Background: an optimization exercise with open tools, aiming at small area, a short achievable clock period and few clock cycles per item. Do not read the settings as production practice.
No functional check of the RTL was part of any run shown here.

### design/flow/config.mk
export PLATFORM = sky130hd
export DESIGN_NAME = symcode_dec
export DESIGN_NICKNAME = symcode_dec
export VERILOG_FILES = /design/flow/design.v
export SDC_FILE = /design/flow/constraint.sdc
export NUM_CORES = 8
export LEC_CHECK = 0
export CAP_MARGIN = 30
export CORE_MARGIN = 2
export CORE_UTILIZATION = 45
export PLACE_DENSITY = 0.6
export SLEW_MARGIN = 20
### design/flow/standard.sh
#!/bin/bash
# synth_recipe.tcl (not shown) runs the flow's synth.tcl, then flattens the netlist and writes it again
# the make line also repeats each setting of config.mk as NAME=value (left out here)
make -C /OpenROAD-flow-scripts/flow DESIGN_CONFIG=/design/flow/config.mk WORK_HOME=/design/flow/orfs CLKGATE_MAP_FILE= SYNTH_SCRIPT=/design/flow/synth_recipe.tcl "${@:-finish}"
### design/flow/flow/run.sh
#!/bin/bash
# Layout flow: the standard ORFS flow (standard.sh, unchanged synthesis,
# floorplan, placement, CTS, routing), with timing repair asked to leave
# SETUP_SLACK_MARGIN ns of setup slack, so that the layout is optimised for
# a shorter achieved period than the 20 ns clock requires. The full make
# output goes to flow_make.log in this folder.
set -euo pipefail
bash standard.sh SETUP_SLACK_MARGIN=14 finish > flow_make.log 2>&1
### design/flow/design.v
module symcode_dec (
    input  wire         clk,
    input  wire         rst,
    input  wire         in_valid,
    output wire         in_ready,
    input  wire [639:0] in_word,
    input  wire         in_erase,
    input  wire [3:0]   in_erase_dev,
    output wire         out_valid,
    output wire [511:0] out_data,
    output wire [1:0]   out_status,
    output wire [4:0]   out_nerr
);
    localparam integer SYN_M = 10;             
    localparam integer SYN_T = 80 / SYN_M;     
    localparam integer NL    = 13;             
    localparam integer NS    = 16;             
    localparam integer NW    = 12;             
    localparam integer CH    = 8;              
    localparam integer NG    = 80 / CH;        
    function [7:0] gf_mul(input [7:0] a, input [7:0] b);
        integer i;
        reg [7:0] p, aa;
        begin
            p  = 8'd0;
            aa = a;
            for (i = 0; i < 8; i = i + 1) begin
                if (b[i]) p = p ^ aa;
                aa = {aa[6:0], 1'b0} ^ (aa[7] ? 8'h1d : 8'h00);
            end
            gf_mul = p;
        end
    endfunction
    function [7:0] gf_alpha(input integer n);
        integer i;
        reg [7:0] p;
        begin
            p = 8'd1;
            for (i = 0; i < (n % 255); i = i + 1)
                p = {p[6:0], 1'b0} ^ (p[7] ? 8'h1d : 8'h00);
            gf_alpha = p;
        end
    endfunction
    function [7:0] to_cf(input [7:0] a);
        to_cf = {a[5], a[2] ^ a[5] ^ a[6], a[1] ^ a[3] ^ a[4], a[4] ^ a[7], a[1] ^ a[6], a[7], a[1] ^ a[4] ^ a[7], a[0] ^ a[1] ^ a[3] ^ a[5]};
    endfunction
    function [7:0] from_cf(input [7:0] a);
        from_cf = {a[2], a[1] ^ a[3] ^ a[4], a[7], a[2] ^ a[4], a[1] ^ a[2] ^ a[5], a[1] ^ a[3] ^ a[4] ^ a[6] ^ a[7], a[1] ^ a[4], a[0] ^ a[2] ^ a[4] ^ a[5] ^ a[7]};
    endfunction
    function [3:0] gf16_mul(input [3:0] a, input [3:0] b);
        reg [6:0] p;
        begin
            p = ({7{b[0]}} & {3'd0, a}) ^ ({7{b[1]}} & {2'd0, a, 1'b0}) ^
                ({7{b[2]}} & {1'd0, a, 2'd0}) ^ ({7{b[3]}} & {a, 3'd0});
            gf16_mul = p[3:0] ^ {p[6:4], 1'b0} ^ {1'b0, p[6:4]};
        end
    endfunction
    function [3:0] gf16_inv(input [3:0] a);
        begin
            case (a)
                4'd0: gf16_inv = 4'd0;
                4'd1: gf16_inv = 4'd1;
                4'd2: gf16_inv = 4'd9;
                4'd3: gf16_inv = 4'd14;
                4'd4: gf16_inv = 4'd13;
                4'd5: gf16_inv = 4'd11;
                4'd6: gf16_inv = 4'd7;
                4'd7: gf16_inv = 4'd6;
                4'd8: gf16_inv = 4'd15;
                4'd9: gf16_inv = 4'd2;
                4'd10: gf16_inv = 4'd12;
                4'd11: gf16_inv = 4'd5;
                4'd12: gf16_inv = 4'd10;
                4'd13: gf16_inv = 4'd4;
                4'd14: gf16_inv = 4'd3;
                4'd15: gf16_inv = 4'd8;
                default: gf16_inv = 4'd0;
            endcase
        end
    endfunction
    function [7:0] cf_inv(input [7:0] c);
        reg [3:0] di;
        begin
            di = gf16_inv(gf16_mul(gf16_mul(c[7:4], c[7:4]), 4'd15) ^ gf16_mul(c[7:4], c[3:0]) ^ gf16_mul(c[3:0], c[3:0]));
            cf_inv = {gf16_mul(c[7:4], di), gf16_mul(c[7:4] ^ c[3:0], di)};
        end
    endfunction
    function [7:0] cf_mul(input [7:0] a, input [7:0] b);
        reg [3:0] hh, ll, mm;
        begin
            hh = gf16_mul(a[7:4], b[7:4]);
            ll = gf16_mul(a[3:0], b[3:0]);
            mm = gf16_mul(a[7:4] ^ a[3:0], b[7:4] ^ b[3:0]);
            cf_mul = {mm ^ ll, gf16_mul(hh, 4'd15) ^ ll};
        end
    endfunction
    function [7:0] dev_first_pow(input [3:0] d);
        begin
            case (d)
                4'd0: dev_first_pow = gf_alpha(79);
                4'd1: dev_first_pow = gf_alpha(71);
                4'd2: dev_first_pow = gf_alpha(63);
                4'd3: dev_first_pow = gf_alpha(55);
                4'd4: dev_first_pow = gf_alpha(47);
                4'd5: dev_first_pow = gf_alpha(39);
                4'd6: dev_first_pow = gf_alpha(31);
                4'd7: dev_first_pow = gf_alpha(23);
                4'd8: dev_first_pow = gf_alpha(15);
                default: dev_first_pow = gf_alpha(7);
            endcase
        end
    endfunction
    genvar g, h;
    integer i;
    reg        a_busy, b_busy, c_busy;
    reg  [3:0] a_cnt;
    reg        in_ready_r;
    reg        b_first, b_clean, b_fin;
    wire       move_a, move_b;       
    reg  [8*NS-1:0] b_del;
    wire b_zero    = (b_del == {8*NS{1'b0}});        
    reg  [3:0] b_k;
    wire b_step    = b_busy & ~b_fin;
    wire b_last    = b_step & (b_k == 4'd15);          
    wire a_last  = (a_cnt == SYN_T - 1);
    wire accept  = in_ready_r & in_valid;
    assign in_ready = in_ready_r;
    reg [639:0] a_word;
    reg [127:0] a_syn;           
    reg         a_erase;
    reg  [3:0]  a_dev;
    wire [639:0] a_rot = {a_word[8*SYN_M-1:0], a_word[639:8*SYN_M]};
    reg [127:0] a_syn_nx;
    integer sk, si;
    always @(*) begin
        for (sk = 0; sk < 16; sk = sk + 1) begin
            a_syn_nx[8*sk +: 8] = gf_mul(a_syn[8*sk +: 8], gf_alpha(sk * SYN_M));
            for (si = 0; si < SYN_M; si = si + 1)
                a_syn_nx[8*sk +: 8] = a_syn_nx[8*sk +: 8] ^
                    gf_mul(a_word[8*si +: 8], gf_alpha(sk * (SYN_M - 1 - si)));
        end
    end
    always @(posedge clk) begin
        if (~a_busy | move_a) begin
            a_word  <= in_word;
            a_syn   <= 128'd0;
            a_erase <= in_erase;
            a_dev   <= in_erase_dev;
        end else if (a_busy & ~a_last) begin
            a_word <= a_rot;
            a_syn  <= a_syn_nx;
        end
    end
    reg [511:0]    b_data;
    reg [8*NS-1:0] b_the;        
    reg [8*NL-1:0] b_lam;
    reg [8*NL-1:0] b_bb;
    reg [7:0]      b_binv;       
    reg [7:0]      b_x;          
    reg [4:0]      b_len;
    reg            b_erase;
    reg            b_eph;        
    reg  [7:0]     coef;
    reg            bm_upd;       
    wire [7:0] delta   = b_del[7:0];
    wire [4:0] b_f     = b_erase ? 5'd8 : 5'd0;
    wire [4:0] len_upd = {1'b0, b_k} + 5'd1 + b_f - b_len;
    reg [8*NL-1:0] lam_nx, bb_nx;
    reg [8*NS-1:0] del_nx, the_nx;
    always @(*) begin
        for (i = 0; i < NL; i = i + 1)
            lam_nx[8*i +: 8] = b_lam[8*i +: 8] ^
                               ((i == 0) ? 8'd0 : gf_mul(b_bb[8*(i-1) +: 8], coef));
        for (i = 0; i < NS; i = i + 1)
            del_nx[8*i +: 8] = b_del[8*((i + 1) % NS) +: 8] ^
                               gf_mul(b_the[8*i +: 8] & {8{(i != 15 - b_k)}}, coef);
        for (i = 0; i < NS; i = i + 1)
            the_nx[8*i +: 8] = b_eph  ? del_nx[8*i +: 8] :
                               bm_upd ? b_del[8*((i + 1) % NS) +: 8] :
                                        (b_the[8*i +: 8] & {8{(i != 15 - b_k)}});
        bb_nx = b_eph  ? lam_nx :
                bm_upd ? b_lam : {b_bb[8*NL-9:0], 8'd0};
    end
    wire [8*NL-1:0] lam_n = b_step ? lam_nx : b_lam;
    wire [8*NS-1:0] del_n = b_step ? del_nx : b_del;
    wire [4:0]      len_n = (b_step & bm_upd) ? len_upd : b_len;
    wire       eph_nx    = b_erase & (b_k < 4'd7);
    wire [7:0] x_nx      = gf_mul(b_x, gf_alpha(254));
    wire [7:0] binv_nx   = bm_upd ? from_cf(cf_inv(to_cf(delta))) : b_binv;
    wire       canupd_nx = ~eph_nx & ({len_n, 1'b0} <= ({2'd0, b_k} + 6'd1 + {1'b0, b_f}));
    wire [7:0] coef_nx   = eph_nx ? x_nx : gf_mul(del_nx[7:0], binv_nx);
    wire       upd_nx    = canupd_nx & (del_nx[7:0] != 8'd0);
    wire [7:0] x_init    = dev_first_pow(a_dev);
    always @(posedge clk) begin
        if (move_a) begin
            b_data   <= a_rot[511:0];
            b_del    <= a_syn_nx;
            b_the    <= a_syn_nx;
            b_lam    <= {{8*NL-8{1'b0}}, 8'd1};
            b_bb     <= {{8*NL-8{1'b0}}, 8'd1};
            b_binv   <= 8'd1;
            b_x      <= x_init;
            b_erase  <= a_erase;
            b_eph    <= a_erase;
            coef     <= a_erase ? x_init : a_syn_nx[7:0];
            bm_upd   <= ~a_erase & (a_syn_nx[7:0] != 8'd0);
            b_len    <= a_erase ? 5'd8 : 5'd0;
            b_k      <= 4'd0;
        end else if (b_step) begin
            b_lam    <= lam_nx;
            b_bb     <= bb_nx;
            b_del    <= del_nx;
            b_the    <= the_nx;
            b_binv   <= binv_nx;
            b_len    <= len_n;
            b_x      <= x_nx;
            b_k      <= b_k + 4'd1;
            b_eph    <= eph_nx;
            coef     <= coef_nx;
            bm_upd   <= upd_nx;
        end
    end
    reg [511:0]    c_data;
    reg [8*NL-1:0] c_lam;        
    reg [8*NW-1:0] c_omg;        
    reg [4:0]      c_len;
    reg [4:0]      c_f;
    reg            c_clean;
    reg [3:0]      c_t1;         
    reg [6:0]      c_nroots;     
    reg [4:0]      c_nerr;
    reg            c_p64, c_p72, c_all;
    reg             s2_v;
    reg  [3:0]      s2_t;
    reg  [CH-1:0]   s2_root;
    reg  [8*CH-1:0] s2_os, s2_ws;        
    wire c_too  = ({c_len, 1'b0} > (6'd16 + {1'b0, c_f}));
    wire c_done = c_busy & (c_clean | c_too | (c_nroots == {2'd0, c_len}) | c_all);
    wire c_ev   = c_busy & ~c_done & (c_t1 < NG);
    wire [CH-1:0]   e1_root, e1_chg;
    wire [8*CH-1:0] e1_os, e1_ws;
    generate
        for (h = 0; h < CH; h = h + 1) begin : g_lane
            reg [7:0] ls, os, ws;
            integer j;
            always @(*) begin
                ls = 8'd0;
                os = 8'd0;
                ws = 8'd0;
                for (j = 0; j < NL; j = j + 1) begin
                    ls = ls ^ gf_mul(c_lam[8*j +: 8], gf_alpha(255 * 13 - h * j));
                    if (j % 2 == 1)
                        os = os ^ gf_mul(c_lam[8*j +: 8], gf_alpha(255 * 13 - h * j));
                end
                for (j = 0; j < NW; j = j + 1)
                    ws = ws ^ gf_mul(c_omg[8*j +: 8], gf_alpha(255 * 13 - h * j));
            end
            assign e1_root[h]      = (ls == 8'd0);
            assign e1_os[8*h +: 8] = to_cf(os);
            assign e1_ws[8*h +: 8] = to_cf(ws);
            assign e1_chg[h]       = e1_root[h] & (os != 8'd0) & (ws != 8'd0);
        end
    endgenerate
    localparam integer H64 = (79 - 64) % CH, T64 = (79 - 64) / CH;
    localparam integer H72 = (79 - 72) % CH, T72 = (79 - 72) / CH;
    wire e1_ff64 = e1_chg[H64] & (e1_ws[8*H64 +: 8] == to_cf(gf_mul(from_cf(e1_os[8*H64 +: 8]), 8'hff)));
    wire e1_ff72 = e1_chg[H72] & (e1_ws[8*H72 +: 8] == to_cf(gf_mul(from_cf(e1_os[8*H72 +: 8]), 8'hff)));
    reg [3:0] nr_add, ne_add;
    always @(*) begin
        nr_add = 4'd0;
        ne_add = 4'd0;
        for (i = 0; i < CH; i = i + 1) begin
            nr_add = nr_add + {3'd0, e1_root[i]};
            ne_add = ne_add + {3'd0, e1_chg[i]};
        end
    end
    wire [6:0] nroots_nx = c_nroots + (c_ev ? {3'd0, nr_add} : 7'd0);
    wire       all_nx    = c_all | (c_ev & (c_t1 == NG - 1));
    reg [511:0] c_corr;
    always @(*) begin
        c_corr = c_data;
        for (i = 0; i < 64; i = i + 1)
            if (s2_v && (s2_t == (79 - i) / CH) && s2_root[(79 - i) % CH])
                c_corr[8*i +: 8] = c_data[8*i +: 8] ^
                    from_cf(cf_mul(s2_ws[8*((79 - i) % CH) +: 8], cf_inv(s2_os[8*((79 - i) % CH) +: 8])));
    end
    reg [511:0] o_data;
    reg [1:0]   o_status;
    reg [4:0]   o_nerr;
    reg         o_valid;
    always @(posedge clk) begin
        o_data   <= c_corr;
        o_status <= c_clean ? 2'd0 :
                    (c_too | (c_nroots != {2'd0, c_len})) ? 2'd3 :
                    ((c_nerr == 5'd2) & c_p64 & c_p72) ? 2'd2 :
                    (c_nerr != 5'd0) ? 2'd1 : 2'd0;
        o_nerr   <= c_nerr;
        o_valid  <= ~rst & c_done;
    end
    assign out_valid  = o_valid;
    assign out_data   = o_data;
    assign out_status = o_status;
    assign out_nerr   = o_nerr;
    always @(posedge clk) begin
        s2_v    <= c_ev;
        s2_t    <= c_t1;
        s2_root <= e1_root;
        s2_os   <= e1_os;
        s2_ws   <= e1_ws;
        if (move_b) begin
            c_data   <= b_data;
            c_lam    <= lam_n;
            c_omg    <= del_n[8*NW-1:0];
            c_len    <= len_n;
            c_f      <= b_f;
            c_clean  <= b_clean;
            c_t1     <= 4'd0;
            c_nroots <= 7'd0;
            c_nerr   <= 5'd0;
            c_p64    <= 1'b0;
            c_p72    <= 1'b0;
            c_all    <= 1'b0;
        end else if (c_busy) begin
            c_data <= c_corr;
            for (i = 0; i < NL; i = i + 1)
                c_lam[8*i +: 8] <= gf_mul(c_lam[8*i +: 8], gf_alpha(255 * 13 - CH * i));
            for (i = 0; i < NW; i = i + 1)
                c_omg[8*i +: 8] <= gf_mul(c_omg[8*i +: 8], gf_alpha(255 * 13 - CH * i));
            if (c_t1 < NG) c_t1 <= c_t1 + 4'd1;
            c_nroots <= nroots_nx;
            c_all    <= all_nx;
            if (c_ev) begin
                c_nerr <= c_nerr + {1'b0, ne_add};
                if (c_t1 == T64 && e1_ff64) c_p64 <= 1'b1;
                if (c_t1 == T72 && e1_ff72) c_p72 <= 1'b1;
            end
        end
    end
    wire b_done  = b_busy & ~b_first & (b_clean | b_fin | b_last);
    wire take_c  = ~c_busy | c_done;
    assign move_b = b_done & take_c;
    wire take_b  = ~b_busy | move_b;
    assign move_a = a_busy & a_last & take_b;
    wire       a_busy_n  = accept | (a_busy & ~move_a);
    wire [3:0] a_cnt_n   = accept ? 4'd0 : (a_busy & ~a_last) ? a_cnt + 4'd1 : a_cnt;
    wire       a_last_n  = a_busy_n & (a_cnt_n == SYN_T - 1);
    wire       b_busy_n  = move_a | (b_busy & ~move_b);
    wire       b_clean_n = b_first ? b_zero : b_clean;
    wire       b_fin_n   = ~move_a & (b_fin | b_last);
    wire [3:0] b_k_n     = b_step ? b_k + 4'd1 : b_k;
    wire       b_last_n  = ~b_fin_n & (b_k_n == 4'd15);
    wire       b_done_n  = b_busy_n & ~move_a & (b_clean_n | b_fin_n | b_last_n);
    wire       c_busy_n  = move_b | (c_busy & ~c_done);
    wire       c_done_n  = move_b & b_clean;
    wire take_c_n = ~c_busy_n | c_done_n;
    wire take_b_n = ~b_busy_n | (b_done_n & take_c_n);
    wire take_a_n = ~a_busy_n | (a_last_n & take_b_n);
    always @(posedge clk) begin
        if (rst) begin
            a_busy     <= 1'b0;
            b_busy     <= 1'b0;
            c_busy     <= 1'b0;
            a_cnt      <= 4'd0;
            in_ready_r <= 1'b1;
            b_first    <= 1'b0;
            b_clean    <= 1'b0;
            b_fin      <= 1'b0;
        end else begin
            a_busy     <= a_busy_n;
            b_busy     <= b_busy_n;
            c_busy     <= c_busy_n;
            a_cnt      <= a_cnt_n;
            in_ready_r <= take_a_n;
            b_first    <= move_a;
            b_clean    <= b_clean_n;
            b_fin      <= b_fin_n;
        end
    end
endmodule
### design/flow/constraint.sdc
create_clock -name core_clock -period 20.0 [get_ports {clk}]
set_input_delay 4.0000 -clock core_clock [delete_from_list [all_inputs] [get_ports {clk}]]
set_output_delay 4.0000 -clock core_clock [all_outputs]
set_load 0.01 [all_outputs]
==> metrics.md, run 1 <==
| Metric | Value |
|---|---|
| Status | finished clean |
| DR iter-0 viols | 30.09k |
| Placement Cell Area | ~0.25 mm2 |
| Final setup vio count | 0 |
| Final HPWL DP | 944200 um |
| Post-synthesis cell type count | 98 |
| Initial antenna violation count | ~270 |
| Fillers | 42.91k |
| Largest net degree at the start of global routing | 190 |
| First-pass GRT wire length | 1625000 um |
| GR met3 Demand/Resource | 0.1647 |
| Worst Path Arrival | 7.56 ns |
| Synth Cell Area | roughly 0.23 mm2 |
| Syn nets | 24.39k |
| CTS buffer count | 359 |
| Min Tclk post-route | 6.761 ns |
| Register area share after synthesis | 0.3692 |
| Tightest Hold Check Type | reg2reg |
| Cells after Synth | 23.58k |
| FP Rows | ~260 |
| Via/cell ratio | 5.963 |
| Full die area | 0.5116 mm2 |
| Drt total wl | 1255000 um |
| F_max | ~150 MHz |
| Global route total overflow | 0 |
| Post-synth EDFFs | 2052 |
| CTS tree | done |
| I/O Pins | 1169 |
| Area Growth Syn to Fin | 28.52% |
| GPL Wtd Cong | roughly 1.1 |
| M1 GR Usage | 0.5957 |
| Max Cap Viol | 0 |
| Worst Path Class, Setup | reg2reg |
| Worst slew pin tran | 1.311 ns |
| Final instance area | approximately 0.29 mm2 |
| Clk root buf | clkbuf_16 |
| Worst skew pair latency | 1.14 ns |
| Critical path fanouts, max | 4 |
| Max clock buf depth | 4 |
| Most frequent cells in the layout | 5833 x xnor2_1, 2594 x nand2_1, 2154 x xor2_1 |
| Post-synth ARST share | 0 |
| DR WL/cell | around 38 um |
| Hold_buf cts | 0 |
| Worst Skew | 0.2039 ns |
| Average size of a mapped cell | 9.652 um2 |
| Die W | 715.3 um |
| Yosys Warn Count | 2 |
| Die height | between 700 and 800 um |
| Most Used Layer, Global Route | met2 |
| Post-route DRC | 0 |
| Pre-antenna DRT Iters | 8 |
| Antenna Nets Post-Route | 0 |
| Nets | 26.71k |
| Number of global-route vias before repair | 179.9k |
| Total Routing Usage GR | 0.4683 |
| Hold violation total from the final report | 0 |
| Worst-path clk slew | 0.06 ns |
| Clk sink count | about 3.2k |
| CTS H-tree depth | 5 |
| RSZ-0062 raised after global routing | true |
| Core ar. | 0.5045 mm2 |
| Leading cell type in the layout, fill and taps excluded | xnor2_1 |
| Layout cells sized above 1 | 0.2285 |
| CP endpoint kind | flip-flop |
| Slew margin rel. | 0.1258 |
| Total number of vias | 197.3k |
| Crit start category | flip-flop |
| Slew Viols, Final | 0 |
| Number of buffers added on ports | 1168 |
| Initial Util | 0.4512 |
| Global routing usage on met2 | 0.6682 |
| Setup TNS | 0 ns |
| Yosys reg bits | 3172 |
| Fin crit share | 0.3380 |
| Main synth FF type | edfxtp_1 |
| Required @ worst endpoint | 20.79 ns |
==> logic make-up after synthesis <==
group           after synthesis  share of synthesized area
simple gates               5894                     0.1055
buf+inv                    1555                    0.02587
flops                      3172                     0.3692
fa+ha+maj                   162                   0.009300
xor+xnor                   9400                     0.3745
mux                        1214                    0.05920
compound gates             2187                    0.05649
==> final cells by class <==
class / count / area [um2] / area share
Clock buffer: 500 / 10210 / 0.03492
Multi-Input combinational cell: 18867 / 154800 / 0.5292
Inverter: 156 / 650.6 / 0.002224
Clock inverter: 174 / 2467 / 0.008434
Antenna cell: 175 / 437.9 / 0.001497
Tap cell: 6706 / 8391 / 0.02868
Sequential cell: 3172 / 84650 / 0.2894
Timing Repair Buffer: 3341 / 30910 / 0.1057
==> sequential cells by signal, indices dropped and copies added, names as in the netlist, 64 cells and up <==
register,flops
s2_os,64
a_word,640
b_lam,96
o_data,512
b_bb,89
c_lam,96
b_del,128
c_omg,96
b_the,128
b_data,512
c_data,512
a_syn,128
s2_ws,64
==> path summary, 6_finish.rpt <==
path	from	end	slack, ns	cells past startpoint
max	c_lam[62]$_DFFE_PP_	c_nerr[4]$_SDFFE_PP0P_	13.24	20
min	c_data[214]$_DFFE_PP_	o_data[214]$_DFF_P_	0.37	1
max reg2reg	c_lam[62]$_DFFE_PP_	c_nerr[4]$_SDFFE_PP0P_	13.24	20
min reg2reg	c_data[214]$_DFFE_PP_	o_data[214]$_DFF_P_	0.37	1
==> per-layer routing <==
layer / up-vias / routed length [um]
met4: 147 / 104100
met2: 14677 / 516800
met1: 97349 / 465400
met3: 3371 / 167400
met5: - / 1527
li1: 81779 / -
==> worst max-delay path: stages (launching register included) <==
cell	delay (ns)
edfxtp_1	0.52
buf_4	0.22
xor2_4	0.17
buf_4	0.18
xnor2_1	0.57
xnor2_2	0.25
xnor2_1	0.20
xnor2_1	0.51
xor2_1	0.25
nand3_2	0.25
a21oi_4	0.28
nor3b_2	0.23
fa_1	0.46
fa_1	0.57
fa_1	0.44
fa_1	0.48
fa_1	0.42
a21o_1	0.18
a21oi_1	0.15
or3_1	0.12
a21oi_1	0.06
==> synthesized netlist by cell type (11+ instances only) <==
cell type / count / area [um2]
buf_1: 259 / 972.2
a21o_1: 31 / 232.7
or3_1: 44 / 275.3
a21boi_0: 16 / 120.1
nor3b_1: 29 / 217.7
and3_1: 52 / 325.3
xor3_1: 23 / 546.8
or2_2: 20 / 125.1
a22oi_1: 134 / 1006
nor3_1: 149 / 745.7
a211o_1: 12 / 105.1
dfxtp_1: 1120 / 22420
o211ai_1: 48 / 360.4
xor2_1: 2593 / 22710
xnor3_1: 172 / 3874
buf_2: 21 / 105.1
inv_1: 150 / 563.0
fa_1: 12 / 240.2
o221ai_1: 18 / 157.7
a32oi_1: 13 / 113.9
o22ai_1: 55 / 344.1
xnor2_1: 6593 / 57740
a31oi_1: 41 / 256.5
o21a_1: 20 / 150.1
nand4_1: 30 / 187.7
nand3_1: 139 / 695.7
clkbuf_1: 1114 / 4182
mux2_2: 995 / 11200
mux2i_1: 211 / 2112
nand2b_1: 85 / 531.8
a211oi_1: 233 / 1749
nand2_1: 2635 / 9891
and2_1: 54 / 337.8
nor2b_1: 143 / 894.6
edfxtp_1: 2052 / 61620
nor2_1: 2413 / 9057
nand3b_1: 11 / 82.58
o21ai_0: 754 / 3774
a21oi_1: 704 / 3523
ha_1: 150 / 1877
nor4_1: 53 / 331.6
==> stage by stage <==
stage | setup slack, ns | hold slack (ns) | util | instances
floorplan | 11.68 | 0.3562 | - | 23584
global placement | 11.25 | 0.3672 | 0.4963 | 30827
detailed placement | 11.26 | 0.3721 | 0.4993 | 30959
CTS | 13.41 | 0.3693 | 0.5568 | 32444
global route | 13.11 | 0.3871 | 0.5793 | 32972
finish | 13.24 | 0.3727 | 0.5799 | 33091
==> repair_timing <==
action	4_1_cts	5_1_grt
endpoints found under the setup margin	3430	1331
pin swaps	505	663
resized for setup	2173	1373
gates cloned	14	1
setup buffers	797	445
==> inputs of run 2 (changes only) <==
--- a/design/flow/design.v
+++ b/design/flow/design.v
@@ -78,6 +78,9 @@
             endcase
         end
     endfunction
+    function [3:0] cf_norm(input [7:0] c);
+        cf_norm = gf16_mul(gf16_mul(c[7:4], c[7:4]), 4'd15) ^ gf16_mul(c[7:4], c[3:0]) ^ gf16_mul(c[3:0], c[3:0]);
+    endfunction
     function [7:0] cf_inv(input [7:0] c);
         reg [3:0] di;
         begin
@@ -95,19 +98,16 @@
         end
     endfunction
     function [7:0] dev_first_pow(input [3:0] d);
+        reg [3:0] dd;
+        reg [7:0] p;
         begin
-            case (d)
-                4'd0: dev_first_pow = gf_alpha(79);
-                4'd1: dev_first_pow = gf_alpha(71);
-                4'd2: dev_first_pow = gf_alpha(63);
-                4'd3: dev_first_pow = gf_alpha(55);
-                4'd4: dev_first_pow = gf_alpha(47);
-                4'd5: dev_first_pow = gf_alpha(39);
-                4'd6: dev_first_pow = gf_alpha(31);
-                4'd7: dev_first_pow = gf_alpha(23);
-                4'd8: dev_first_pow = gf_alpha(15);
-                default: dev_first_pow = gf_alpha(7);
-            endcase
+            dd = (d > 4'd9) ? 4'd9 : d;
+            p  = gf_alpha(79);
+            if (dd[0]) p = gf_mul(p, gf_alpha(255 - 8));
+            if (dd[1]) p = gf_mul(p, gf_alpha(255 - 16));
+            if (dd[2]) p = gf_mul(p, gf_alpha(255 - 32));
+            if (dd[3]) p = gf_mul(p, gf_alpha(255 - 64));
+            dev_first_pow = p;
         end
     endfunction
     genvar g, h;
@@ -232,13 +232,15 @@
     reg            c_p64, c_p72, c_all;
     reg             s2_v;
     reg  [3:0]      s2_t;
-    reg  [CH-1:0]   s2_root;
-    reg  [8*CH-1:0] s2_os, s2_ws;        
+    reg  [CH-1:0]   s2_root, s2_nz;
+    reg  [4*CH-1:0] s2_d;
+    reg  [8*CH-1:0] s2_p;
     wire c_too  = ({c_len, 1'b0} > (6'd16 + {1'b0, c_f}));
     wire c_done = c_busy & (c_clean | c_too | (c_nroots == {2'd0, c_len}) | c_all);
     wire c_ev   = c_busy & ~c_done & (c_t1 < NG);
-    wire [CH-1:0]   e1_root, e1_chg;
-    wire [8*CH-1:0] e1_os, e1_ws;
+    wire [CH-1:0]   e1_root, e1_nz;
+    wire [4*CH-1:0] e1_d;
+    wire [8*CH-1:0] e1_p;
     generate
         for (h = 0; h < CH; h = h + 1) begin : g_lane
             reg [7:0] ls, os, ws;
@@ -255,34 +257,52 @@
                 for (j = 0; j < NW; j = j + 1)
                     ws = ws ^ gf_mul(c_omg[8*j +: 8], gf_alpha(255 * 13 - h * j));
             end
-            assign e1_root[h]      = (ls == 8'd0);
-            assign e1_os[8*h +: 8] = to_cf(os);
-            assign e1_ws[8*h +: 8] = to_cf(ws);
-            assign e1_chg[h]       = e1_root[h] & (os != 8'd0) & (ws != 8'd0);
+            wire [7:0] osc = to_cf(os);
+            assign e1_root[h]     = (ls == 8'd0);
+            assign e1_nz[h]       = (os != 8'd0) & (ws != 8'd0);
+            assign e1_d[4*h +: 4] = cf_norm(osc);
+            assign e1_p[8*h +: 8] = cf_mul(to_cf(ws), {osc[7:4], osc[7:4] ^ osc[3:0]});
         end
     endgenerate
     localparam integer H64 = (79 - 64) % CH, T64 = (79 - 64) / CH;
     localparam integer H72 = (79 - 72) % CH, T72 = (79 - 72) / CH;
-    wire e1_ff64 = e1_chg[H64] & (e1_ws[8*H64 +: 8] == to_cf(gf_mul(from_cf(e1_os[8*H64 +: 8]), 8'hff)));
-    wire e1_ff72 = e1_chg[H72] & (e1_ws[8*H72 +: 8] == to_cf(gf_mul(from_cf(e1_os[8*H72 +: 8]), 8'hff)));
-    reg [3:0] nr_add, ne_add;
-    always @(*) begin
-        nr_add = 4'd0;
-        ne_add = 4'd0;
-        for (i = 0; i < CH; i = i + 1) begin
-            nr_add = nr_add + {3'd0, e1_root[i]};
-            ne_add = ne_add + {3'd0, e1_chg[i]};
+    function [3:0] popcount(input [CH-1:0] v);
+        integer n;
+        reg [1:0] p2 [0:7];
+        reg [2:0] p4 [0:3];
+        reg [3:0] p8 [0:1];
+        begin
+            for (n = 0; n < 8; n = n + 1)
+                p2[n] = ((2 * n) < CH ? {1'b0, v[(2 * n) % CH]} : 2'd0) +
+                        ((2 * n + 1) < CH ? {1'b0, v[(2 * n + 1) % CH]} : 2'd0);
+            for (n = 0; n < 4; n = n + 1) p4[n] = {1'b0, p2[2 * n]} + {1'b0, p2[2 * n + 1]};
+            for (n = 0; n < 2; n = n + 1) p8[n] = {1'b0, p4[2 * n]} + {1'b0, p4[2 * n + 1]};
+            popcount = p8[0] + p8[1];
         end
-    end
+    endfunction
+    wire [3:0] nr_add    = popcount(e1_root);
     wire [6:0] nroots_nx = c_nroots + (c_ev ? {3'd0, nr_add} : 7'd0);
     wire       all_nx    = c_all | (c_ev & (c_t1 == NG - 1));
+    wire [CH-1:0]   s2_chg;
+    wire [8*CH-1:0] e2_val;
+    generate
+        for (h = 0; h < CH; h = h + 1) begin : g_val
+            wire [3:0] di = gf16_inv(s2_d[4*h +: 4]);
+            assign e2_val[8*h +: 8] = from_cf({gf16_mul(s2_p[8*h+4 +: 4], di), gf16_mul(s2_p[8*h +: 4], di)});
+            assign s2_chg[h] = s2_v & s2_root[h] & s2_nz[h];
+        end
+    endgenerate
+    wire e2_ff64 = s2_chg[H64] & (s2_t == T64) & (e2_val[8*H64 +: 8] == 8'hff);
+    wire e2_ff72 = s2_chg[H72] & (s2_t == T72) & (e2_val[8*H72 +: 8] == 8'hff);
+    wire [4:0] nerr_nx = c_nerr + {1'b0, popcount(s2_chg)};
+    wire       p64_nx  = c_p64 | e2_ff64;
+    wire       p72_nx  = c_p72 | e2_ff72;
     reg [511:0] c_corr;
     always @(*) begin
         c_corr = c_data;
         for (i = 0; i < 64; i = i + 1)
             if (s2_v && (s2_t == (79 - i) / CH) && s2_root[(79 - i) % CH])
-                c_corr[8*i +: 8] = c_data[8*i +: 8] ^
-                    from_cf(cf_mul(s2_ws[8*((79 - i) % CH) +: 8], cf_inv(s2_os[8*((79 - i) % CH) +: 8])));
+                c_corr[8*i +: 8] = c_data[8*i +: 8] ^ e2_val[8*((79 - i) % CH) +: 8];
     end
     reg [511:0] o_data;
     reg [1:0]   o_status;
@@ -292,9 +312,9 @@
         o_data   <= c_corr;
         o_status <= c_clean ? 2'd0 :
                     (c_too | (c_nroots != {2'd0, c_len})) ? 2'd3 :
-                    ((c_nerr == 5'd2) & c_p64 & c_p72) ? 2'd2 :
-                    (c_nerr != 5'd0) ? 2'd1 : 2'd0;
-        o_nerr   <= c_nerr;
+                    ((nerr_nx == 5'd2) & p64_nx & p72_nx) ? 2'd2 :
+                    (nerr_nx != 5'd0) ? 2'd1 : 2'd0;
+        o_nerr   <= nerr_nx;
         o_valid  <= ~rst & c_done;
     end
     assign out_valid  = o_valid;
@@ -305,8 +325,9 @@
         s2_v    <= c_ev;
         s2_t    <= c_t1;
         s2_root <= e1_root;
-        s2_os   <= e1_os;
-        s2_ws   <= e1_ws;
+        s2_nz   <= e1_nz;
+        s2_d    <= e1_d;
+        s2_p    <= e1_p;
         if (move_b) begin
             c_data   <= b_data;
             c_lam    <= lam_n;
@@ -329,11 +350,9 @@
             if (c_t1 < NG) c_t1 <= c_t1 + 4'd1;
             c_nroots <= nroots_nx;
             c_all    <= all_nx;
-            if (c_ev) begin
-                c_nerr <= c_nerr + {1'b0, ne_add};
-                if (c_t1 == T64 && e1_ff64) c_p64 <= 1'b1;
-                if (c_t1 == T72 && e1_ff72) c_p72 <= 1'b1;
-            end
+            c_nerr   <= nerr_nx;
+            c_p64    <= p64_nx;
+            c_p72    <= p72_nx;
         end
     end
     wire b_done  = b_busy & ~b_first & (b_clean | b_fin | b_last);
==> run 2 against run 1 <==
Still clean. Register-to-register slack improved by 0.12 ns. Sequential share of layout area rose by 1.8 points. Via count fell by 1.1%. Wire length barely moved. First-iteration DRC count rose by 9.5%. Final area fell by 7.0%. Final cell count fell by 0.11%. Setup slack improved by 0.12 ns.
==> metrics.md, run 2 <==
| Metric | Value |
|---|---|
| Max clock buf depth | 4 (unchanged) |
| Clk sink count | 3140 (was 3172) |
| Met2 wire length | 503200 um (was 516800 um) |
| Post-synth EDFFs | 2052 (unchanged) |
| Max Cap Viol | 0 (unchanged) |
| Synth top area cells | edfxtp_1 28%, xnor2_1 27%, xor2_1 9.8% (was edfxtp_1 27%, xnor2_1 25%, xor2_1 10%) |
| Most frequent cell after synthesis | xnor2_1 (unchanged) |
| Max stage delay on crit path | 0.72 ns (was 0.57 ns) |
| Worst Skew | 0.1684 ns (was 0.2039 ns) |
| Top reg by flops | a_word (unchanged) |
| Yosys Warn Count | 8 (was 2) |
| Final setup vio count | 0 (unchanged) |
| Min Tclk post-route | 6.644 ns (was 6.761 ns) |
| Main combinational cell family by area after synthesis | XOR/XNOR gates (unchanged) |
| Leading cell type in the layout, fill and taps excluded | xnor2_1 (unchanged) |
| Top cell type by total area after synthesis | edfxtp_1 (unchanged) |
| DR iter-0 viols | 32.94k (was 30.09k) |
| Initial antenna violation count | 331 (was 274) |
| Most common cell on crit path | xnor2_1 (was fa_1) |
| Cells after Synth | 24.18k (was 23.58k) |
| Top cells by count, synth | 6892 x xnor2_1, 3378 x nor2_1, 2720 x nand2_1 (was 6593 x xnor2_1, 2635 x nand2_1, 2593 x xor2_1) |
| Worst-path clk slew | 0.07 ns (was 0.06 ns) |
| F_max | 150.5 MHz (was 147.9 MHz) |
| Adder-cell share of the synthesized area | 0.01038 (was 0.009300) |
| First-pass GRT wire length | 1615000 um (was 1625000 um) |
| Pre-antenna DRT Iters | 9 (was 8) |
| Hold_buf cts | 0 (unchanged) |
| Register area | 0.08363 mm2 (was 0.08465 mm2) |
| GPL Wtd Cong | 1.112 (was 1.100) |
| Cell count of the worst reg-to-reg path | 23 (was 20) |
| Crit start category | flip-flop (unchanged) |
| Main synth FF type | edfxtp_1 (unchanged) |
| Critical path fanouts, max | 8 (was 4) |
| Initial Util | 0.4511 (was 0.4512) |
| Post-Synth Simple-Gate Area | 0.1207 (was 0.1055) |
| CP Depth | 23 (was 20) |
| Fin util | 0.5479 (was 0.5799) |
| Fin crit share | 0.3322 (was 0.3380) |
| CP Buf/Inv Count | 3 (was 2) |
| Setup TNS | 0 ns (unchanged) |
| Slew margin rel. | 0.1138 (was 0.1258) |
| Placement Cell Area | 0.2485 mm2 (was 0.2519 mm2) |
| Hold violation total from the final report | 0 (unchanged) |
| Mux share of post-synthesis cell area | 0.04209 (was 0.05920) |
| Yosys reg bits | 3140 (was 3172) |
| Final instance area | 0.2720 mm2 (was 0.2926 mm2) |
| DR WL/cell | 37.98 um (was 37.93 um) |
| Layout cells sized above 1 | 0.1424 (was 0.2285) |
| Worst skew pair latency | 1.11 ns (was 1.14 ns) |
| Register area share after synthesis | 0.3724 (was 0.3692) |
| Syn nets | 25.00k (was 24.39k) |
| Average size of a mapped cell | 9.264 um2 (was 9.652 um2) |
| CP max-delay cell | fa_2 (was xnor2_1) |
| Clk root buf | clkbuf_16 (unchanged) |
| Cells along the critical path | buf_4, xnor2_2, xor2_1, xor2_1, xnor2_1, xnor2_1, xnor2_1, xnor2_1, nor4_1, nand4_1, fa_2, inv_2, ha_4, inv_2, fa_2, nor2_4, ha_4, a21o_1, a21oi_2, nor2b_1, o211ai_1, xor2_1, nor2_1 (was buf_4, xor2_4, buf_4, xnor2_1, xnor2_2, xnor2_1, xnor2_1, xor2_1, nand3_2, a21oi_4, nor3b_2, fa_1, fa_1, fa_1, fa_1, fa_1, a21o_1, a21oi_1, or3_1, a21oi_1) |
| Synth Area in XOR/XNOR | 0.3716 (was 0.3745) |
| Antenna Nets Post-Route | 0 (unchanged) |
| Post-synth ARST share | 0 (unchanged) |
| Hold Crit Depth | 1 (unchanged) |
| Nets | 26.59k (was 26.71k) |
| Post-route DRC | 0 (unchanged) |
| Die W | 709.5 um (was 715.3 um) |
| Yosys top cell area share | 0.2751 (was 0.2707) |
| DP Worst Slack | 11.75 ns (was 11.26 ns) |
| Status | finished clean (unchanged) |
| Worst Path Arrival | 7.53 ns (was 7.56 ns) |
| CTS tree | done (unchanged) |
| Multi-input logic area | 0.1427 mm2 (was 0.1548 mm2) |
| Total number of vias | 195.2k (was 197.3k) |
| Compound-gate portion of the synthesized area | 0.05539 (was 0.05649) |
| Die height | 709.5 um (was 715.3 um) |
| Slew Viols, Final | 0 (unchanged) |
| Post-synthesis cell type count | 94 (was 98) |
| CTS H-tree depth | 5 (unchanged) |
| Via/cell ratio | 5.906 (was 5.963) |
| Core ar. | 0.4965 mm2 (was 0.5045 mm2) |
| Tightest Hold Check Type | reg2reg (unchanged) |
| Area Growth Syn to Fin | 21.47% (was 28.52%) |
| Worst slew pin tran | 1.325 ns (was 1.311 ns) |
| WHS | 0.3596 ns (was 0.3727 ns) |
| Setup WS post-layout | 13.36 ns (was 13.24 ns) |
| Total Routing Usage GR | 0.4784 (was 0.4683) |
| Family with the most delay on the worst path | XOR/XNOR gates (was adder cells) |
| Number of global-route vias before repair | 173.9k (was 179.9k) |
| Final HPWL DP | 968300 um (was 944200 um) |
| RSZ-0062 raised after global routing | true (unchanged) |
| Max layer used | met5 (unchanged) |
| I/O Pins | 1169 (unchanged) |
| Largest register FFs | 640 (unchanged) |
| Drt total wl | 1255000 um (about the same) |
| Required @ worst endpoint | 20.89 ns (was 20.79 ns) |
| Most frequent cells in the layout | 6334 x xnor2_1, 3364 x nor2_1, 2713 x nand2_1 (was 5833 x xnor2_1, 2594 x nand2_1, 2154 x xor2_1) |
| Worst Path Class, Setup | reg2reg (unchanged) |
| CP endpoint kind | flip-flop (unchanged) |
| M1 WL | 461700 um (was 465400 um) |
| Synth Cell Area | 0.2239 mm2 (was 0.2276 mm2) |
| Fillers | 44.94k (was 42.91k) |
| Largest net degree at the start of global routing | 173 (was 190) |
| Met3 WL | 181300 um (was 167400 um) |
| FP Rows | 259 (was 261) |
| Number of buffers added on ports | 1168 (unchanged) |
| CTS buffer count | 353 (was 359) |
| Full die area | 0.5033 mm2 (was 0.5116 mm2) |
| Global route total overflow | 0 (unchanged) |
-- run 2: changes by cell type after synthesis, sizes merged, moves of 46 or more --
cell,delta
xor2,-93
xnor3,-146
nor2b,-46
nand2,+83
mux2,-322
inv,+51
nor2,+966
xnor2,+297
-- run 2: worst paths after layout --
check                        start                        to  slack, ns
max reg2reg    c_lam[52]$_DFFE_PP_  c_nroots[5]$_SDFFE_PP0P_      13.36
min          c_data[109]$_DFFE_PP_       o_data[109]$_DFF_P_       0.36
min reg2reg  c_data[109]$_DFFE_PP_       o_data[109]$_DFF_P_       0.36
max            c_lam[52]$_DFFE_PP_  c_nroots[5]$_SDFFE_PP0P_      13.36
-- run 2: repair_timing --
action                                   CTS  global route
endpoints found under the setup margin  2246           779
gates cloned                               2             1
pin swaps                                152           137
endpoints found under the hold margin      0             0
buffers inserted                         400            91
gates resized for setup                  968           281
-- run 2: per-layer routing --
layer	vias up	GRT usage
met5	-	0
met1	95262	0.6029
li1	81694	-
met2	15049	0.6595
met3	3105	0.1909
met4	122	0.3433
-- run 2: final cells by class --
class,instances,share of cell area
timing repair buffer,2647,0.08782
clock inverter,162,0.007272
inverter,210,0.003054
multi-input combinational,19410,0.5245
antenna,331,0.003045
tap,6655,0.03061
sequential,3140,0.3074
clock buffer,500,0.03627
-- run 2: stage by stage --
stage | cells
final | 33055
after detailed placement | 31524
after CTS | 32588
after global placement | 31391
after floorplan | 24175
after global routing | 32866
-- run 2: cells by family after synthesis --
kind of cell,Yosys count
simple gates,6797
compound gates,2142
fa+ha+maj,179
buf+inv,1625
mux,852
flops,3140
xor+xnor,9440
-- run 2: worst reg2reg max path: cells and delay by family (launching register included) --
family	cells	cell delay, ns
and+or+nand+nor	5	0.76
buffers and inverters	3	0.38
adders and majority gates	4	1.55
AOI/OAI and AO/OA	3	0.53
xor gates and xnor gates	8	2.77
DFF	1	0.50
==> inputs of run 3 (changes only) <==
--- a/design/flow/design.v
+++ b/design/flow/design.v
@@ -112,16 +112,13 @@
     endfunction
     genvar g, h;
     integer i;
-    reg        a_busy, b_busy, c_busy;
+    reg        a_busy, c_busy;
     reg  [3:0] a_cnt;
     reg        in_ready_r;
-    reg        b_first, b_clean, b_fin;
+    reg        wa, wc;               
     wire       move_a, move_b;       
-    reg  [8*NS-1:0] b_del;
-    wire b_zero    = (b_del == {8*NS{1'b0}});        
-    reg  [3:0] b_k;
-    wire b_step    = b_busy & ~b_fin;
-    wire b_last    = b_step & (b_k == 4'd15);          
+    wire [1:0] load_b  = {move_a & wa, move_a & ~wa};
+    wire [1:0] leave_b = {move_b & wc, move_b & ~wc};
     wire a_last  = (a_cnt == SYN_T - 1);
     wire accept  = in_ready_r & in_valid;
     assign in_ready = in_ready_r;
@@ -151,75 +148,123 @@
             a_syn  <= a_syn_nx;
         end
     end
-    reg [511:0]    b_data;
-    reg [8*NS-1:0] b_the;        
-    reg [8*NL-1:0] b_lam;
-    reg [8*NL-1:0] b_bb;
-    reg [7:0]      b_binv;       
-    reg [7:0]      b_x;          
-    reg [4:0]      b_len;
-    reg            b_erase;
-    reg            b_eph;        
-    reg  [7:0]     coef;
-    reg            bm_upd;       
-    wire [7:0] delta   = b_del[7:0];
-    wire [4:0] b_f     = b_erase ? 5'd8 : 5'd0;
-    wire [4:0] len_upd = {1'b0, b_k} + 5'd1 + b_f - b_len;
-    reg [8*NL-1:0] lam_nx, bb_nx;
-    reg [8*NS-1:0] del_nx, the_nx;
-    always @(*) begin
-        for (i = 0; i < NL; i = i + 1)
-            lam_nx[8*i +: 8] = b_lam[8*i +: 8] ^
-                               ((i == 0) ? 8'd0 : gf_mul(b_bb[8*(i-1) +: 8], coef));
-        for (i = 0; i < NS; i = i + 1)
-            del_nx[8*i +: 8] = b_del[8*((i + 1) % NS) +: 8] ^
-                               gf_mul(b_the[8*i +: 8] & {8{(i != 15 - b_k)}}, coef);
-        for (i = 0; i < NS; i = i + 1)
-            the_nx[8*i +: 8] = b_eph  ? del_nx[8*i +: 8] :
-                               bm_upd ? b_del[8*((i + 1) % NS) +: 8] :
-                                        (b_the[8*i +: 8] & {8{(i != 15 - b_k)}});
-        bb_nx = b_eph  ? lam_nx :
-                bm_upd ? b_lam : {b_bb[8*NL-9:0], 8'd0};
-    end
-    wire [8*NL-1:0] lam_n = b_step ? lam_nx : b_lam;
-    wire [8*NS-1:0] del_n = b_step ? del_nx : b_del;
-    wire [4:0]      len_n = (b_step & bm_upd) ? len_upd : b_len;
-    wire       eph_nx    = b_erase & (b_k < 4'd7);
-    wire [7:0] x_nx      = gf_mul(b_x, gf_alpha(254));
-    wire [7:0] binv_nx   = bm_upd ? from_cf(cf_inv(to_cf(delta))) : b_binv;
-    wire       canupd_nx = ~eph_nx & ({len_n, 1'b0} <= ({2'd0, b_k} + 6'd1 + {1'b0, b_f}));
-    wire [7:0] coef_nx   = eph_nx ? x_nx : gf_mul(del_nx[7:0], binv_nx);
-    wire       upd_nx    = canupd_nx & (del_nx[7:0] != 8'd0);
-    wire [7:0] x_init    = dev_first_pow(a_dev);
-    always @(posedge clk) begin
-        if (move_a) begin
-            b_data   <= a_rot[511:0];
-            b_del    <= a_syn_nx;
-            b_the    <= a_syn_nx;
-            b_lam    <= {{8*NL-8{1'b0}}, 8'd1};
-            b_bb     <= {{8*NL-8{1'b0}}, 8'd1};
-            b_binv   <= 8'd1;
-            b_x      <= x_init;
-            b_erase  <= a_erase;
-            b_eph    <= a_erase;
-            coef     <= a_erase ? x_init : a_syn_nx[7:0];
-            bm_upd   <= ~a_erase & (a_syn_nx[7:0] != 8'd0);
-            b_len    <= a_erase ? 5'd8 : 5'd0;
-            b_k      <= 4'd0;
-        end else if (b_step) begin
-            b_lam    <= lam_nx;
-            b_bb     <= bb_nx;
-            b_del    <= del_nx;
-            b_the    <= the_nx;
-            b_binv   <= binv_nx;
-            b_len    <= len_n;
-            b_x      <= x_nx;
-            b_k      <= b_k + 4'd1;
-            b_eph    <= eph_nx;
-            coef     <= coef_nx;
-            bm_upd   <= upd_nx;
+    wire [1:0]      bu_busy, bu_done, bu_busy_n, bu_done_n, bu_clean;
+    wire [511:0]    bu_data [0:1];
+    wire [8*NL-1:0] bu_lam  [0:1];
+    wire [8*NW-1:0] bu_omg  [0:1];
+    wire [4:0]      bu_len  [0:1];
+    wire [4:0]      bu_f    [0:1];
+    wire [7:0]      x_init = dev_first_pow(a_dev);
+    genvar u;
+    generate
+    for (u = 0; u < 2; u = u + 1) begin : g_bu
+        integer i;
+        reg            b_busy, b_first, b_clean, b_fin;
+        reg  [8*NS-1:0] b_del;
+        reg  [3:0]     b_k;
+        wire b_zero    = (b_del == {8*NS{1'b0}});        
+        wire b_step    = b_busy & ~b_fin;
+        wire b_last    = b_step & (b_k == 4'd15);          
+        reg [511:0]    b_data;
+        reg [8*NS-1:0] b_the;        
+        reg [8*NL-1:0] b_lam;
+        reg [8*NL-1:0] b_bb;
+        reg [7:0]      b_binv;       
+        reg [7:0]      b_x;          
+        reg [4:0]      b_len;
+        reg            b_erase;
+        reg            b_eph;        
+        reg  [7:0]     coef;
+        reg            bm_upd;       
+        wire [7:0] delta   = b_del[7:0];
+        wire [4:0] b_f     = b_erase ? 5'd8 : 5'd0;
+        wire [4:0] len_upd = {1'b0, b_k} + 5'd1 + b_f - b_len;
+        reg [8*NL-1:0] lam_nx, bb_nx;
+        reg [8*NS-1:0] del_nx, the_nx;
+        always @(*) begin
+            for (i = 0; i < NL; i = i + 1)
+                lam_nx[8*i +: 8] = b_lam[8*i +: 8] ^
+                                   ((i == 0) ? 8'd0 : gf_mul(b_bb[8*(i-1) +: 8], coef));
+            for (i = 0; i < NS; i = i + 1)
+                del_nx[8*i +: 8] = b_del[8*((i + 1) % NS) +: 8] ^
+                                   gf_mul(b_the[8*i +: 8] & {8{(i != 15 - b_k)}}, coef);
+            for (i = 0; i < NS; i = i + 1)
+                the_nx[8*i +: 8] = b_eph  ? del_nx[8*i +: 8] :
+                                   bm_upd ? b_del[8*((i + 1) % NS) +: 8] :
+                                            (b_the[8*i +: 8] & {8{(i != 15 - b_k)}});
+            bb_nx = b_eph  ? lam_nx :
+                    bm_upd ? b_lam : {b_bb[8*NL-9:0], 8'd0};
         end
+        wire [8*NL-1:0] lam_n = b_step ? lam_nx : b_lam;
+        wire [8*NS-1:0] del_n = b_step ? del_nx : b_del;
+        wire [4:0]      len_n = (b_step & bm_upd) ? len_upd : b_len;
+        wire       eph_nx    = b_erase & (b_k < 4'd7);
+        wire [7:0] x_nx      = gf_mul(b_x, gf_alpha(254));
+        wire [7:0] binv_nx   = bm_upd ? from_cf(cf_inv(to_cf(delta))) : b_binv;
+        wire       canupd_nx = ~eph_nx & ({len_n, 1'b0} <= ({2'd0, b_k} + 6'd1 + {1'b0, b_f}));
+        wire [7:0] coef_nx   = eph_nx ? x_nx : gf_mul(del_nx[7:0], binv_nx);
+        wire       upd_nx    = canupd_nx & (del_nx[7:0] != 8'd0);
+        always @(posedge clk) begin
+            if (load_b[u]) begin
+                b_data   <= a_rot[511:0];
+                b_del    <= a_syn_nx;
+                b_the    <= a_syn_nx;
+                b_lam    <= {{8*NL-8{1'b0}}, 8'd1};
+                b_bb     <= {{8*NL-8{1'b0}}, 8'd1};
+                b_binv   <= 8'd1;
+                b_x      <= x_init;
+                b_erase  <= a_erase;
+                b_eph    <= a_erase;
+                coef     <= a_erase ? x_init : a_syn_nx[7:0];
+                bm_upd   <= ~a_erase & (a_syn_nx[7:0] != 8'd0);
+                b_len    <= a_erase ? 5'd8 : 5'd0;
+                b_k      <= 4'd0;
+            end else if (b_step) begin
+                b_lam    <= lam_nx;
+                b_bb     <= bb_nx;
+                b_del    <= del_nx;
+                b_the    <= the_nx;
+                b_binv   <= binv_nx;
+                b_len    <= len_n;
+                b_x      <= x_nx;
+                b_k      <= b_k + 4'd1;
+                b_eph    <= eph_nx;
+                coef     <= coef_nx;
+                bm_upd   <= upd_nx;
+            end
+        end
+        wire done      = b_busy & ~b_first & (b_clean | b_fin | b_last);
+        wire busy_n    = load_b[u] | (b_busy & ~leave_b[u]);
+        wire clean_n   = b_first ? b_zero : b_clean;
+        wire fin_n     = ~load_b[u] & (b_fin | b_last);
+        wire [3:0] k_n = b_step ? b_k + 4'd1 : b_k;
+        wire last_n    = ~fin_n & (k_n == 4'd15);
+        wire done_n    = busy_n & ~load_b[u] & (clean_n | fin_n | last_n);
+        always @(posedge clk) begin
+            if (rst) begin
+                b_busy  <= 1'b0;
+                b_first <= 1'b0;
+                b_clean <= 1'b0;
+                b_fin   <= 1'b0;
+            end else begin
+                b_busy  <= busy_n;
+                b_first <= load_b[u];
+                b_clean <= clean_n;
+                b_fin   <= fin_n;
+            end
+        end
+        assign bu_busy[u]   = b_busy;
+        assign bu_done[u]   = done;
+        assign bu_busy_n[u] = busy_n;
+        assign bu_done_n[u] = done_n;
+        assign bu_clean[u]  = b_clean;
+        assign bu_data[u]   = b_data;
+        assign bu_lam[u]    = lam_n;
+        assign bu_omg[u]    = del_n[8*NW-1:0];
+        assign bu_len[u]    = len_n;
+        assign bu_f[u]      = b_f;
     end
+    endgenerate
     reg [511:0]    c_data;
     reg [8*NL-1:0] c_lam;        
     reg [8*NW-1:0] c_omg;        
@@ -329,12 +374,12 @@
         s2_d    <= e1_d;
         s2_p    <= e1_p;
         if (move_b) begin
-            c_data   <= b_data;
-            c_lam    <= lam_n;
-            c_omg    <= del_n[8*NW-1:0];
-            c_len    <= len_n;
-            c_f      <= b_f;
-            c_clean  <= b_clean;
+            c_data   <= bu_data[wc];
+            c_lam    <= bu_lam[wc];
+            c_omg    <= bu_omg[wc];
+            c_len    <= bu_len[wc];
+            c_f      <= bu_f[wc];
+            c_clean  <= bu_clean[wc];
             c_t1     <= 4'd0;
             c_nroots <= 7'd0;
             c_nerr   <= 5'd0;
@@ -355,44 +400,35 @@
             c_p72    <= p72_nx;
         end
     end
-    wire b_done  = b_busy & ~b_first & (b_clean | b_fin | b_last);
     wire take_c  = ~c_busy | c_done;
-    assign move_b = b_done & take_c;
-    wire take_b  = ~b_busy | move_b;
+    assign move_b = bu_done[wc] & take_c;
+    wire take_b  = ~bu_busy[wa] | (move_b & (wc == wa));
     assign move_a = a_busy & a_last & take_b;
     wire       a_busy_n  = accept | (a_busy & ~move_a);
     wire [3:0] a_cnt_n   = accept ? 4'd0 : (a_busy & ~a_last) ? a_cnt + 4'd1 : a_cnt;
     wire       a_last_n  = a_busy_n & (a_cnt_n == SYN_T - 1);
-    wire       b_busy_n  = move_a | (b_busy & ~move_b);
-    wire       b_clean_n = b_first ? b_zero : b_clean;
-    wire       b_fin_n   = ~move_a & (b_fin | b_last);
-    wire [3:0] b_k_n     = b_step ? b_k + 4'd1 : b_k;
-    wire       b_last_n  = ~b_fin_n & (b_k_n == 4'd15);
-    wire       b_done_n  = b_busy_n & ~move_a & (b_clean_n | b_fin_n | b_last_n);
+    wire       wa_n      = wa ^ move_a;
+    wire       wc_n      = wc ^ move_b;
     wire       c_busy_n  = move_b | (c_busy & ~c_done);
-    wire       c_done_n  = move_b & b_clean;
+    wire       c_done_n  = move_b & bu_clean[wc];
     wire take_c_n = ~c_busy_n | c_done_n;
-    wire take_b_n = ~b_busy_n | (b_done_n & take_c_n);
+    wire take_b_n = ~bu_busy_n[wa_n] | (bu_done_n[wa_n] & (wc_n == wa_n) & take_c_n);
     wire take_a_n = ~a_busy_n | (a_last_n & take_b_n);
     always @(posedge clk) begin
         if (rst) begin
             a_busy     <= 1'b0;
-            b_busy     <= 1'b0;
             c_busy     <= 1'b0;
             a_cnt      <= 4'd0;
             in_ready_r <= 1'b1;
-            b_first    <= 1'b0;
-            b_clean    <= 1'b0;
-            b_fin      <= 1'b0;
+            wa         <= 1'b0;
+            wc         <= 1'b0;
         end else begin
             a_busy     <= a_busy_n;
-            b_busy     <= b_busy_n;
             c_busy     <= c_busy_n;
             a_cnt      <= a_cnt_n;
             in_ready_r <= take_a_n;
-            b_first    <= move_a;
-            b_clean    <= b_clean_n;
-            b_fin      <= b_fin_n;
+            wa         <= wa_n;
+            wc         <= wc_n;
         end
     end
 endmodule
==> run 3 against run 2 <==
Hold slack improved by 0.0088 ns. Final area rose by 33%. Critical endpoint unchanged. Fmax rose by 0.42%. Flip-flop and latch count rose by 995. Clock-buffer cell count rose by 124. Clock skew rose by 0.0045 ns.
==> metrics.md, run 3 <==
| Metric | Value |
|---|---|
| Cells after Synth | 34.95k (was 24.18k) |
| Post-synthesis cell type count | 108 (was 94) |
| Setup TNS | 0 ns (unchanged) |
| Cells along the critical path | buf_4, xor2_1, xnor2_2, xnor2_1, xnor2_1, xnor2_1, xnor2_1, xor2_4, xnor2_1, nor3_1, nand3_1, fa_1, inv_2, ha_4, fa_2, and2_4, ha_4, a21o_1, a21oi_2, nor2b_1, o211ai_1, xor2_1, nor2_1 (was buf_4, xnor2_2, xor2_1, xor2_1, xnor2_1, xnor2_1, xnor2_1, xnor2_1, nor4_1, nand4_1, fa_2, inv_2, ha_4, inv_2, fa_2, nor2_4, ha_4, a21o_1, a21oi_2, nor2b_1, o211ai_1, xor2_1, nor2_1) |
| M1 GR Usage | 0.6042 (was 0.6029) |
| Critical R2R Launch | c_lam[41]$_DFFE_PP_ (was c_lam[52]$_DFFE_PP_) |
| DR iter-0 viols | 45.20k (was 32.94k) |
| Slew margin rel. | 0.09218 (was 0.1138) |
| Clk root buf | clkbuf_16 (unchanged) |
| Max Cap Viol | 0 (unchanged) |
| Initial Util | 0.4517 (was 0.4511) |
| FP Rows | 302 (was 259) |
| Hold violation total from the final report | 0 (unchanged) |
| Slew Viols, Final | 0 (unchanged) |
| Flop2flop setup slack | 13.38 ns (was 13.36 ns) |
| Total Routing Usage GR | 0.4716 (was 0.4784) |
| Syn nets | 35.81k (was 25.00k) |
| Worst Hold Launch | c_data[64]$_DFFE_PP_ (was c_data[109]$_DFFE_PP_) |
| Full die area | 0.6860 mm2 (was 0.5033 mm2) |
| Nets | 36.96k (was 26.59k) |
| I/O Pins | 1169 (unchanged) |
| Yosys top cell area share | 0.2699 (was 0.2751) |
| CP endpoint kind | flip-flop (unchanged) |
| Max clock buf depth | 4 (unchanged) |
| Register area | 0.1107 mm2 (was 0.08363 mm2) |
| Max stage delay on crit path | 0.63 ns (was 0.72 ns) |
| Critical Path Start | c_lam[41]$_DFFE_PP_ (was c_lam[52]$_DFFE_PP_) |
| Worst Path Arrival | 7.54 ns (was 7.53 ns) |
| Total number of vias | 275.9k (was 195.2k) |
| Top Registers | g_bu.b_data x1024, a_word x640 |
| Worst skew pair latency | 1.23 ns (was 1.11 ns) |
| Status | finished clean (unchanged) |
| Final HPWL DP | 1298000 um (was 968300 um) |
| F_max | 151.2 MHz (was 150.5 MHz) |
| Post-synth ARST share | 0 (unchanged) |
| Via/cell ratio | 6.026 (was 5.906) |
| Average size of a mapped cell | 8.747 um2 (was 9.264 um2) |
| Number of global-route vias before repair | 246.3k (was 173.9k) |
| Die W | 828.2 um (was 709.5 um) |
| Yosys reg bits | 4135 (was 3140) |
| Largest register FFs | 1024 (was 640) |
| Finished Layout Cells | 45.79k (was 33.06k) |
| Most frequent cell after synthesis | xnor2_1 (unchanged) |
| Worst-path clk slew | 0.07 ns (about the same) |
| Layout cells sized above 1 | 0.1127 (was 0.1424) |
| Crit start category | flip-flop (unchanged) |
| Tightest Hold Check Type | reg2reg (unchanged) |
| GPL Wtd Cong | 1.096 (was 1.112) |
| DR WL/cell | 37.03 um (was 37.98 um) |
| Leading cell type in the layout, fill and taps excluded | xnor2_1 (unchanged) |
| Min Tclk post-route | 6.616 ns (was 6.644 ns) |
| Multi-input logic area | 0.1956 mm2 (was 0.1427 mm2) |
| Post-route DRC | 0 (unchanged) |
| Most frequent cells in the layout | 7904 x xnor2_1, 6698 x nand2_1, 3079 x nor2_1 (was 6334 x xnor2_1, 3364 x nor2_1, 2713 x nand2_1) |
| CP max-delay cell | fa_1 (was fa_2) |
| Synth Cell Area | 0.3057 mm2 (was 0.2239 mm2) |
| Core ar. | 0.6768 mm2 (was 0.4965 mm2) |
| Final setup vio count | 0 (unchanged) |
| Worst Skew | 0.1728 ns (was 0.1684 ns) |
| Area Growth Syn to Fin | 18.56% (was 21.47%) |
| Placed Instances | 43.93k (was 31.52k) |
| Antenna Nets Post-Route | 0 (unchanged) |
| Worst Path Class, Setup | reg2reg (unchanged) |
| Placement Cell Area | 0.3337 mm2 (was 0.2485 mm2) |
| CTS buffer count | 463 (was 353) |
| Pre-antenna DRT Iters | 9 (unchanged) |
| Initial antenna violation count | 386 (was 331) |
| Register area share after synthesis | 0.3608 (was 0.3724) |
| GR met3 Demand/Resource | 0.1397 (was 0.1909) |
| Clk sink count | 4135 (was 3140) |
| Number of buffers added on ports | 1168 (unchanged) |
| Yosys Warn Count | 9 (was 8) |
| Main synth FF type | edfxtp_1 (unchanged) |
| Top reg by flops | g_bu.b_data (was a_word) |
| Fin crit share | 0.3308 (was 0.3322) |
| Required @ worst endpoint | 20.93 ns (was 20.89 ns) |
| CTS H-tree depth | 5 (unchanged) |
| Largest net degree at the start of global routing | 210 (was 173) |
| Global routing usage on met2 | 0.6636 (was 0.6595) |
| CTS tree | done (unchanged) |
| Synth top area cells | edfxtp_1 27%, xnor2_1 24%, dfxtp_1 9.1% (was edfxtp_1 28%, xnor2_1 27%, xor2_1 9.8%) |
| Fillers | 62.38k (was 44.94k) |
| WHS | 0.3684 ns (was 0.3596 ns) |
| Die height | 828.2 um (was 709.5 um) |
| Critical path fanouts, max | 9 (was 8) |
| Worst slew pin tran | 1.354 ns (was 1.325 ns) |
| Top cell type by total area after synthesis | edfxtp_1 (unchanged) |
| Drt total wl | 1695000 um (was 1255000 um) |
| RSZ-0062 raised after global routing | true (unchanged) |
| Top cells by count, synth | 8539 x xnor2_1, 6707 x nand2_1, 3130 x xor2_1 (was 6892 x xnor2_1, 3378 x nor2_1, 2720 x nand2_1) |
| First-pass GRT wire length | 2226000 um (was 1615000 um) |
| Most Used Layer, Global Route | met2 (unchanged) |
| Global route total overflow | 0 (unchanged) |
| Final instance area | 0.3624 mm2 (was 0.2720 mm2) |
| Most common cell on crit path | xnor2_1 (unchanged) |
| Post-synth EDFFs | 2748 (was 2052) |
run 3: metrics by stage:
stage | worst slack, ns | utilization
after floorplan | 11.69 | -
after global placement | 11.69 | 0.4904
after detailed placement | 11.81 | 0.4930
after CTS | 13.44 | 0.5291
after global routing | 13.20 | 0.5349
final | 13.38 | 0.5356
run 3: repair_timing:
action	CTS	global route
buffers inserted	471	151
hold endpoints to repair	0	0
hold buffers	0	0
pin swaps	212	138
endpoints found under the setup margin	2580	642
gates cloned	6	1
resized for setup	1409	288
run 3: worst paths after layout:
| kind | to | cells after the start |
|---|---|---|
| worst min register to register | o_data[64]$_DFF_P_ | 1 |
| worst max-delay path | c_nroots[5]$_SDFFE_PP0P_ | 23 |
| worst min-delay path | o_data[64]$_DFF_P_ | 1 |
| worst max register to register | c_nroots[5]$_SDFFE_PP0P_ | 23 |
run 3: per-layer routing:
metal | vias up | routed length [um] | part of all wire
met3 | 4188 | 219000 | 0.13
li1 | 116545 | - | -
met2 | 20648 | 686400 | 0.40
met4 | 120 | 161300 | 0.095
met5 | - | 823 | 0.00049
met1 | 134410 | 627700 | 0.37
run 3: critical path, delay by kind of cell (launching register included):
family | cells | cell delay, ns
buffers and inverters | 2 | 0.30
and+or+nand+nor | 5 | 0.83
adders and majority gates | 4 | 1.56
xor gates and xnor gates | 9 | 2.71
AOI/OAI and AO/OA | 3 | 0.55
DFF | 1 | 0.48
run 3: area by class of cell:
cell class | count | share of cell area
Clock buffer | 624 | 0.03591
Antenna cell | 300 | 0.002071
Timing Repair Buffer | 3008 | 0.07495
Timing Repair inverter | 2 | 0.00003797
Inverter | 263 | 0.002952
Multi-Input combinational cell | 28229 | 0.5398
Clock inverter | 258 | 0.007798
Sequential cell | 4135 | 0.3055
Tap cell | 8968 | 0.03096
run 3: kinds of logic after synthesis:
family,after synthesis,share of synthesized area
buf+inv,2589,0.03247
simple gates,10929,0.1420
fa+ha+maj,212,0.009012
compound gates,4344,0.08158
flops,4135,0.3608
xor+xnor,11780,0.3419
mux,961,0.03227

## afterwards: timing with drivers on the ports
How much do the figures lean on ideal ports? The routed layouts below were timed once more, with nothing changed but the port constraints.
Step 1 (the two cells are an assumption about what drives the block):
set clk [get_ports {clk}]
set_driving_cell -lib_cell sky130_fd_sc_hd__clkbuf_16 $clk
set_driving_cell -lib_cell sky130_fd_sc_hd__buf_2 [delete_from_list [all_inputs] $clk]
Step 2 times the ports against the registers' clock, not the clock port: input delays grow and output delays shrink by t, the midpoint of the rising clock arrivals with the driver on.
a / b / c = ideal / step 1 / step 2; a / b = the first two.
run	shift t [ns]	setup WS [ns]	clock arrival spread, ns	worst register clock-pin slew, ns
run 1	1.184	13.239 / 13.239 / 13.239	0.205 / 0.205	0.08 / 0.08
run 2	1.175	13.356 / 13.356 / 13.356	0.172 / 0.171	0.09 / 0.09
run 3	1.307	13.384 / 13.384 / 13.384	0.185 / 0.186	0.08 / 0.08
After both steps every run listed still meets setup and hold.
